From an optimization exercise on the open Yosys and OpenROAD flow, aimed at small area, a short achievable clock period and few clock cycles per item; shortcuts taken in it are not production practice.
Only simulation tests tie the RTL to the original design; equivalence was not proved.

==> 11-17: inputs <==
## henma_angle_unit
module henma_angle_unit (
    input  wire        clk,
    input  wire        rst,
    input  wire        in_valid,
    output wire        in_ready,
    input  wire [2:0]  in_op,
    input  wire [63:0] in_a,
    input  wire [31:0] in_b,
    output wire        out_valid,
    output wire [63:0] out_res
);
    localparam [2:0] OP_SINCOS = 3'd0, OP_SIN = 3'd1, OP_COS = 3'd2,
                     OP_ATAN2  = 3'd3, OP_ROT = 3'd4, OP_IROT = 3'd5;
    localparam [2:0] B_NONE = 3'd0, B_X2 = 3'd1, B_T = 3'd2, B_VS = 3'd3,
                     B_VC = 3'd4, B_ACC = 3'd5, B_LO = 3'd6, B_HI = 3'd7;
    localparam [1:0] C_IDLE = 2'd0, C_NORM = 2'd1, C_ITER = 2'd2, C_DONE = 2'd3;
    reg        buf_v;
    reg [2:0]  buf_op;
    reg        buf_rot;
    reg [31:0] buf_hi;            
    reg [31:0] buf_ang;           
    reg [31:0] buf_oth;           
    always @(posedge clk)
        if (in_ready) begin
            buf_op  <= in_op;
            buf_rot <= in_op[2];
            buf_hi  <= in_a[63:32];
            buf_ang <= in_op[2] ? in_b : in_a[31:0];
            buf_oth <= in_op[2] ? in_a[31:0] : in_b;
        end
    wire        b_irot = (buf_op == OP_IROT);
    wire [31:0] ang    = buf_ang;
    wire [1:0]  quad   = ang[31:30];
    wire [29:0] u      = ang[29:0];
    wire        qodd   = quad[0];
    wire        m_s    = (buf_op == OP_SINCOS) | buf_rot | ((buf_op == OP_SIN) & ~qodd) |
                         ((buf_op == OP_COS) & qodd);
    wire        m_c    = (buf_op == OP_SINCOS) | buf_rot | ((buf_op == OP_SIN) & qodd) |
                         ((buf_op == OP_COS) & ~qodd);
    wire [4:0]  m_rel  = buf_rot ? 5'd16 : 5'd13;
    wire        nsin   = quad[1];
    wire        ncos   = quad[1] ^ quad[0];
    wire [31:0] px     = buf_oth;
    wire [31:0] py     = buf_hi;
    reg        mu_act;
    reg [4:0]  mc;
    reg [1:0]  mu_pend;           
    reg [29:0] x2s;
    reg [30:0] x2c, uc;
  ...
Settings: LEC_CHECK=0, CAP_MARGIN=20, CORE_MARGIN=2, CORE_UTILIZATION=65, SLEW_MARGIN=20; clock period 17.0 ns.
run.sh (not shown) runs the stock make flow with config.mk's settings and CLKGATE_MAP_FILE= SYNTH_SCRIPT=/design/flow/synth_recipe.tcl, a recipe that flattens the netlist after the stock synthesis.
==> inputs of 07-01, as changes to 11-17 <==
--- a/flow/design.v
+++ b/flow/design.v
@@ -253,16 +253,14 @@
     wire tf_push  = accept & ~rst;
     wire tf_pop   = emit_cu | emit_mu;
     wire mu_cand  = accept ? (in_op != OP_ATAN2)
                            : (buf_v & ~release_ & (buf_op != OP_ATAN2) & ~mu_act);
     wire mu_go    = mu_cand & (~mu_act | mu_rel) & ({1'b0, rq_cnt} + {1'b0, mu_pend} <= 3'd2);
     wire mu_act_n = mu_go | (mu_act & ~mu_rel);
     wire [4:0] mc_n = mu_go ? 5'd0 : mc + 5'd1;
-    wire       act_c = mu_act & ~mu_rel;
-    wire [4:0] mc_c  = mc + 5'd1;
     reg [1:0] cu_st_n;
     always @(*) begin
         cu_st_n = cu_st;
         case (cu_st)
             C_IDLE: if (cu_d0) cu_st_n = (ax_z | ay_z) ? C_DONE : C_NORM;
             C_NORM: cu_st_n = C_ITER;
             C_ITER: if (ci == 5'd30) cu_st_n = C_DONE;
@@ -276,39 +274,39 @@
                           (tf_pop & ~tf_push) ? (tf_rp_n != tf_wp) : tf_ne;
     wire       head_n   = tf[tf_rp_n];
     wire       ov_n     = tf_ne_n & (head_n ? (cu_st_n == C_DONE) : (rq_cnt_n != 2'd0));
     wire       cq_v_n   = cu_take | (cq_v & ~cu_d0);
     wire [2:0] op_n     = accept ? in_op : buf_op;
     wire       rot_n    = accept ? in_op[2] : buf_rot;
     wire       cu_take_n = buf_v_n & (op_n == OP_ATAN2) & (~cq_v_n | ((cu_st_n == C_IDLE) & cq_v_n));
-    wire       mu_rel_n = ~mu_go & act_c & (mc_c == m_rel);
+    wire       mu_rel_n = mu_act_n & (mc_n == (rot_n ? 5'd16 : 5'd13));
     wire       rdy_n    = ~buf_v_n | mu_rel_n | cu_take_n;
     wire [1:0] tv_n    = mu_rel ? (buf_rot ? 2'd2 : m_c ? 2'd1 : 2'd0) : tl_n;
     wire       tv_rot  = mu_rel ? buf_rot : tl_rot;
     wire       tv_qodd = mu_rel ? qodd : tl_qodd;
     wire       tv_nsin = mu_rel ? nsin : tl_nsin;
     wire       tv_ncos = mu_rel ? ncos : tl_ncos;
     wire       tv_irot = mu_rel ? b_irot : tl_irot;
     wire       tv_spec = mu_rel ? (u == 30'd0) : tl_spec;
     wire [2:0] tv_opk  = mu_rel ? buf_op : tl_opk;
     wire [1:0] tv_q    = mu_rel ? quad : tl_q;
-    wire       cur_pass = act_c & (mc_c >= 5'd3);
-    wire       tl_issue = ~mu_go & ~cur_pass & (tv_n != 2'd0);
+    wire       cur_pass = mu_act_n & ((mc_n == 5'd0) | (mc_n >= 5'd3));
+    wire       tl_issue = ~cur_pass & (tv_n != 2'd0);
     reg n_au, n_at, n_ax, n_ay, n_bu, n_bx2s, n_bx2c, n_buc, n_bsv, n_bcv;
     reg n_neg, n_rb, n_spec, n_fin, n_inv;
     reg [2:0] n_k, n_bop, n_opk;
     reg [1:0] n_q;
     always @(*) begin
         {n_au, n_at, n_ax, n_ay, n_bu, n_bx2s, n_bx2c, n_buc, n_bsv, n_bcv} = 10'd0;
         n_neg = 1'b0; n_rb = 1'b0; n_spec = 1'b0; n_fin = 1'b0; n_inv = 1'b0;
         n_k = 3'd0;
         n_bop = B_NONE;
         n_opk = buf_op;
         n_q   = quad;
-        if (~cur_pass & (tv_n != 2'd0)) begin
+        if (tl_issue) begin
             n_opk = tv_opk;
             n_q   = tv_q;
             if (!tv_rot) begin
                 n_at = 1'b1; n_buc = 1'b1; n_spec = tv_spec;
                 n_bop = B_VC; n_fin = 1'b1;
                 n_inv = tv_q[1]; n_k = tv_q[1] ? 3'd7 : 3'd0;
             end else if (tv_n == 2'd2) begin
@@ -316,51 +314,51 @@
                 if (~tv_qodd) begin n_ax = 1'b1; n_neg = tv_nsin ^ ~tv_irot; end
                 else          begin n_ay = 1'b1; n_neg = tv_ncos; end
             end else begin
                 n_bcv = 1'b1; n_bop = B_HI; n_rb = 1'b1;
                 if (~tv_qodd) begin n_ay = 1'b1; n_neg = tv_ncos; end
                 else          begin n_ax = 1'b1; n_neg = tv_nsin ^ ~tv_irot; end
             end
-        end else if (act_c) begin
-            if (mc_c >= 5'd3 && mc_c <= 5'd12) begin
+        end else if (mu_act_n) begin
+            if (mc_n == 5'd0) begin
+                n_au = 1'b1; n_bu = 1'b1; n_bop = B_X2;
+            end else if (mc_n >= 5'd3 && mc_n <= 5'd12) begin
                 n_at = 1'b1;
-                n_k = mc_c[3:1] + {2'd0, mc_c[0]};
-                if (mc_c[0]) begin n_bx2s = 1'b1; if (m_s) n_bop = B_T; end
+                n_k = mc_n[3:1] + {2'd0, mc_n[0]};
+                if (mc_n[0]) begin n_bx2s = 1'b1; if (m_s) n_bop = B_T; end
                 else         begin n_bx2c = 1'b1; if (m_c) n_bop = B_T; end
-            end else if (mc_c == 5'd13) begin
+            end else if (mc_n == 5'd13) begin
                 n_at = 1'b1; n_bu = 1'b1;
                 if (m_s) begin n_bop = B_VS; n_fin = ~m_c; end
                 n_inv = ~buf_rot & (quad[1] ^ quad[0]);
                 n_k = (~buf_rot & (quad[1] ^ quad[0])) ? 3'd7 : 3'd0;
-            end else if (mc_c == 5'd14) begin
+            end else if (mc_n == 5'd14) begin
                 n_at = 1'b1; n_buc = 1'b1; n_spec = (u == 30'd0); n_bop = B_VC;
-            end else if (mc_c == 5'd15) begin
+            end else if (mc_n == 5'd15) begin
                 n_bsv = 1'b1; n_bop = B_ACC;
                 if (~qodd) begin n_ay = 1'b1; n_neg = nsin ^ b_irot; end
                 else       begin n_ax = 1'b1; n_neg = ncos; end
-            end else if (mc_c == 5'd16) begin
+            end else if (mc_n == 5'd16) begin
                 n_bcv = 1'b1; n_bop = B_LO; n_rb = 1'b1;
                 if (~qodd) begin n_ax = 1'b1; n_neg = ncos; end
                 else       begin n_ay = 1'b1; n_neg = nsin ^ b_irot; end
             end
         end
     end
-    wire [9:0] q_sel = mu_go ? 10'b1000_1000_00 :
-                       {n_au, n_at, n_ax, n_ay, n_bu, n_bx2s, n_bx2c, n_buc, n_bsv, n_bcv};
-    wire [2:0] q_bop = mu_go ? B_X2 : n_bop;
     always @(posedge clk) begin
-        {sa_u, sa_t, sa_x, sa_y, sb_u, sb_x2s, sb_x2c, sb_uc, sb_sv, sb_cv} <= q_sel;
-        d_neg  <= n_neg & ~mu_go;
-        d_acc  <= ~mu_go & ((n_bop == B_LO) | (n_bop == B_HI));
-        side_c <= ~mu_go & (mc_c == 5'd3);
+        {sa_u, sa_t, sa_x, sa_y, sb_u, sb_x2s, sb_x2c, sb_uc, sb_sv, sb_cv} <=
+            {n_au, n_at, n_ax, n_ay, n_bu, n_bx2s, n_bx2c, n_buc, n_bsv, n_bcv};
+        d_neg  <= n_neg;
+        d_acc  <= (n_bop == B_LO) | (n_bop == B_HI);
+        side_c <= (mc_n == 5'd3);
         b_accum <= d_acc;
-        d_rb   <= n_rb & ~mu_go;
-        d_spec <= n_spec & ~mu_go;
-        d_inv  <= n_inv & ~mu_go;
-        d_k    <= mu_go ? 3'd0 : n_k;
+        d_rb   <= n_rb;
+        d_spec <= n_spec;
+        d_inv  <= n_inv;
+        d_k    <= n_k;
         d_opk  <= n_opk;
         d_q    <= n_q;
         tl_rot  <= tv_rot;
         tl_qodd <= tv_qodd;
         tl_nsin <= tv_nsin;
         tl_ncos <= tv_ncos;
         tl_irot <= tv_irot;
@@ -401,16 +399,16 @@
             ov_r       <= ov_n;
             head_r     <= head_n;
             buf_v      <= buf_v_n;
             mu_act     <= mu_act_n;
             mc         <= mc_n;
             mu_pend    <= mu_pend + {1'b0, mu_go} - {1'b0, mu_push};
             tl_n       <= tv_n - {1'b0, tl_issue};
-            d_bop      <= q_bop;
-            d_fin      <= n_fin & ~mu_go;
+            d_bop      <= n_bop;
+            d_fin      <= n_fin;
             bop        <= d_bop;
             bfin       <= d_fin;
             fin_go     <= bfin;
             if (mu_push) rq_wp <= (rq_wp == 2'd2) ? 2'd0 : rq_wp + 2'd1;
             if (emit_mu) rq_rp <= (rq_rp == 2'd2) ? 2'd0 : rq_rp + 2'd1;
             rq_cnt     <= rq_cnt + {1'b0, mu_push} - {1'b0, emit_mu};
             cu_st      <= cu_st_n;
==> comparison table <==
item	07-01	11-17
Status	finished clean	finished clean
Average wire length per cell after detail routing	30.7 um	30.9 um
Ratio of cells with drive above 1 in the final layout	6.69%	6.64%
Transition time of the tightest slew-check pin	1330 ps	1180 ps
Max stage delay cell, worst path	sky130_fd_sc_hd__buf_4	sky130_fd_sc_hd__a2111oi_0
Total number of nets in the final design	11100	11200
Synth Instances	10300	10400
Number of instances in the placed design	11800	11900
Clk Latency, worst-skew pair	830 ps	840 ps
Data buffer area share	3.04%	3.07%
Number of global-route vias before repair	84400	86300
Met1 GRT Util	60.7%	58.7%
End of the critical path	cy[62]	cx[60]
Width of the die	387 um	388 um
Met2 layer usage reported by global route	68.6%	70.3%
Antenna violations before repair	38	28
Final Instance Area	103000 sq um	104000 sq um
GRT Util Overall	48.0%	48.5%
Maximum number of pins on one net before global-route repair	123	129
Diodes inserted	14	17
Buffer count excluding the clock tree in the final layout	360	363
Post-detailed-route via-to-cell ratio	7.26	7.30
Core area	146000 sq um	146000 sq um
Testbench counts of 11-17, summed over its fixed seeds: cycles 114,154, items 8,000.
Testbench counts of 07-01, summed over its fixed seeds: cycles 114,154, items 8,000.

==> re-timing with driven ports <==
Ports are ideal in the flow. The routed layouts listed here were re-timed in OpenROAD.
Step 1 assumes that a clkbuf_16 drives the clock port and a buf_2 every other input.
Step 2 also shifts input and output timing later by t, the mid clock arrival at the registers, as if the neighbouring blocks saw the same clock.
a / b / c = no drivers / after step 1 / after step 2; a / b = the first two.
run | t (ns) | setup WS [ns] | latest minus earliest clock arrival (ns)
11-17 | 0.881 | 8.913 / 8.913 / 8.913 | 0.106 / 0.106
07-01 | 0.881 | 9.434 / 9.434 / 9.180 | 0.080 / 0.081
After both steps every run listed still meets setup and hold. The setup slack of 07-01, which loses most, moves by 0.000 ns with the drivers and by -0.254 ns with both steps.
